From an optimization exercise on the open Yosys and OpenROAD flow, aimed at small area, a short achievable clock period and few clock cycles per item; shortcuts taken in it are not production practice. Where RTL was checked, it was by simulation tests only, not by an equivalence proof against the original.

==> inputs of try-umber <==
// aes_core
module aes_core (
    input  wire         clk,
    input  wire         rst,         
    input  wire         in_valid,
    output wire         in_ready,
    input  wire         in_key256,   
    input  wire [255:0] in_key,
    input  wire [127:0] in_block,
    output reg          out_valid,
    output reg  [127:0] out_block
);
==> flow/config.mk <==
export PLATFORM = sky130hd
export DESIGN_NAME = aes_core
export DESIGN_NICKNAME = aes_core
export VERILOG_FILES = /design/flow/design.v
export SDC_FILE = /design/flow/constraint.sdc
export NUM_CORES = 8
export LEC_CHECK = 0
export ABC_AREA = 0
export CAP_MARGIN = 20
export CORE_MARGIN = 2
export CORE_UTILIZATION = 25
export SLEW_MARGIN = 20
export SYNTH_HIERARCHICAL = 1
==> flow/constraint.sdc <==
create_clock -name core_clock -period 10.0 [get_ports {clk}]
set_input_delay 2.0000 -clock core_clock [delete_from_list [all_inputs] [get_ports {clk}]]
set_output_delay 2.0000 -clock core_clock [all_outputs]
set_load 0.01 [all_outputs]
standard.sh (not shown) runs the stock make flow with config.mk's settings and CLKGATE_MAP_FILE= SYNTH_SCRIPT=/design/flow/synth_recipe.tcl, a recipe that flattens the netlist after the stock synthesis.
==> flow/flow/run.sh <==
#!/bin/bash
# Standard layout, with plain buf_1 cells as the port buffers.
set -euo pipefail
bash standard.sh BUFFER_PORTS_ARGS="-buffer_cell sky130_fd_sc_hd__buf_1" finish > standard_flow.log 2>&1
==> try-juniper (differences from try-umber) <==
==> flow/flow/run.sh (replaced) <==
#!/bin/bash
# Standard layout, with plain buf_1 cells as the port buffers and timing
# repair aimed 6 ns below the clock period.
set -euo pipefail
bash standard.sh BUFFER_PORTS_ARGS="-buffer_cell sky130_fd_sc_hd__buf_1" SETUP_SLACK_MARGIN=6 finish > standard_flow.log 2>&1
==> try-tundra (differences from try-umber) <==
==> flow/run.sh (new file) <==
#!/bin/bash
# synth_recipe.tcl (not shown) runs the flow's synth.tcl, then flattens the netlist and writes it again
# the make line also repeats each setting of config.mk as NAME=value (left out here)
make -C /OpenROAD-flow-scripts/flow DESIGN_CONFIG=/design/flow/config.mk WORK_HOME=/design/flow/orfs CLKGATE_MAP_FILE= SYNTH_SCRIPT=/design/flow/synth_recipe.tcl finish
removed: flow/flow/run.sh
removed: flow/standard.sh
==> comparison table <==
| metric | try-tundra | try-juniper | try-umber |
|---|---|---|---|
| Run status | finished clean | finished clean | finished clean |
| Placed standard-cell area | 69500 um2 | 66300 um2 | 66300 um2 |
| Initial antenna violation count | 49 | 34 | 42 |
| Clock buf/inv share | 0.0536 | 0.0524 | 0.0559 |
| Wire length on met2 | 99.1 mm | 104 mm | 101 mm |
| Total track usage | 0.177 | 0.179 | 0.178 |
| Total length of routed met3 wires | 12.4 mm | 13.0 mm | 12.2 mm |
| Achievable Freq | 200 MHz | 252 MHz | 208 MHz |
| Cell with the largest stage delay on the worst path | xor2_2 | dfxtp_1 | xor2_2 |
| Clock Skew | 0.0489 ns | 0.0693 ns | 0.0697 ns |
| Vias | 40300 | 41200 | 40500 |
| Beginning of the worst hold path | ka[76] | ka[92] | ka[92] |
No run of this note included a check of the RTL's function; only the layout flow was run.

========
==> job 9695 <==
Another version of the RTL of aes_core (not shown whole).
// aes_core
module aes_core (
    input  wire         clk,
    input  wire         rst,         
    input  wire         in_valid,
    output wire         in_ready,
    input  wire         in_key256,   
    input  wire [255:0] in_key,
    input  wire [127:0] in_block,
    output reg          out_valid,
    output reg  [127:0] out_block
);
==> flow/config.mk <==
export PLATFORM = sky130hd
export DESIGN_NAME = aes_core
export DESIGN_NICKNAME = aes_core
export VERILOG_FILES = /design/flow/design.v
export SDC_FILE = /design/flow/constraint.sdc
export NUM_CORES = 8
export LEC_CHECK = 0
export ABC_AREA = 0
export CAP_MARGIN = 20
export CORE_MARGIN = 2
export CORE_UTILIZATION = 60
export SLEW_MARGIN = 20
export SYNTH_HIERARCHICAL = 1
==> flow/constraint.sdc <==
create_clock -name core_clock -period 10.0 [get_ports {clk}]
set_input_delay 2.0000 -clock core_clock [delete_from_list [all_inputs] [get_ports {clk}]]
set_output_delay 2.0000 -clock core_clock [all_outputs]
set_load 0.01 [all_outputs]
==> flow/flow/run.sh <==
#!/bin/bash
# Standard layout, with plain buf_1 cells as the port buffers and timing
# repair aimed 6.5 ns below the clock period.
set -euo pipefail
bash standard.sh BUFFER_PORTS_ARGS="-buffer_cell sky130_fd_sc_hd__buf_1" SETUP_SLACK_MARGIN=6.5 finish > standard_flow.log 2>&1
==> job 2332: changes against job 9695 <==
==> flow/flow/run.sh (replaced) <==
#!/bin/bash
# Standard layout, with plain buf_1 cells as the port buffers and timing
# repair aimed 6 ns below the clock period.
set -euo pipefail
bash standard.sh BUFFER_PORTS_ARGS="-buffer_cell sky130_fd_sc_hd__buf_1" SETUP_SLACK_MARGIN=6 finish > standard_flow.log 2>&1
Settings changed: CORE_UTILIZATION 60 to 25.
==> job 6848: changes against job 9695 <==
==> flow/flow/run.sh (replaced) <==
#!/bin/bash
# Standard layout, with plain buf_1 cells as the port buffers and timing
# repair aimed 6.8 ns below the clock period.
set -euo pipefail
bash standard.sh BUFFER_PORTS_ARGS="-buffer_cell sky130_fd_sc_hd__buf_1" SETUP_SLACK_MARGIN=6.8 finish > standard_flow.log 2>&1
Settings changed: CORE_UTILIZATION 60 to 25.
==> run summary <==
The lowest non-clock buffer count belongs to job 2332, the highest to job 6848. Via count, highest first: job 6848, job 2332, job 9695. Of job 2332 and job 6848, job 6848 has the higher register-to-register slack (gap 640 ps). In job 9695 the final cell count is lower than in job 6848, by about 23%. Sequential share of layout area: job 2332 > job 9695 > job 6848. Cell area, highest first: job 6848, job 9695, job 2332.
Testbench counts of job 9695, summed over its fixed seeds: cycles 27,742, blocks 2,400.
Testbench counts of job 2332, summed over its fixed seeds: cycles 27,742, blocks 2,400.
Testbench counts of job 6848, summed over its fixed seeds: cycles 27,742, blocks 2,400.

-- separate check: timing with driven ports --
The flow's constraints put no driver on any port. The routed layouts listed below were extracted and timed again, unchanged, in two steps.
Step 1: set_driving_cell puts a clkbuf_16 on clk and a buf_2 on each other input, an assumption about the parent block.
Step 2 times the ports against the registers' clock, not the clock port: input delays grow and output delays shrink by t, the midpoint of the rising clock arrivals with the driver on.
Three values: no drivers, after step 1, after step 2; two values: the first two.
run	t, ns	setup WS [ns]	worst register clock-pin slew, ns	worst data-port slew with drivers (ns)	pins driven straight from the clock port
try-umber	0.861	5.186 / 5.186 / 5.186	0.07 / 0.07	0.20	1
try-juniper	0.859	6.027 / 6.027 / 6.027	0.07 / 0.07	0.21	1
try-tundra	0.844	5.012 / 5.012 / 5.012	0.07 / 0.07	0.22	1
job 9695	0.776	6.493 / 6.493 / 5.860	0.07 / 0.07	0.07	1
job 2332	0.824	6.070 / 6.070 / 5.354	0.07 / 0.07	0.16	1
job 6848	0.833	6.681 / 6.596 / 5.935	0.08 / 0.08	0.16	1
After both steps setup and hold are still met in every run listed. The setup slack of job 6848, which loses most, moves by -0.085 ns with the drivers and by -0.746 ns with both steps.
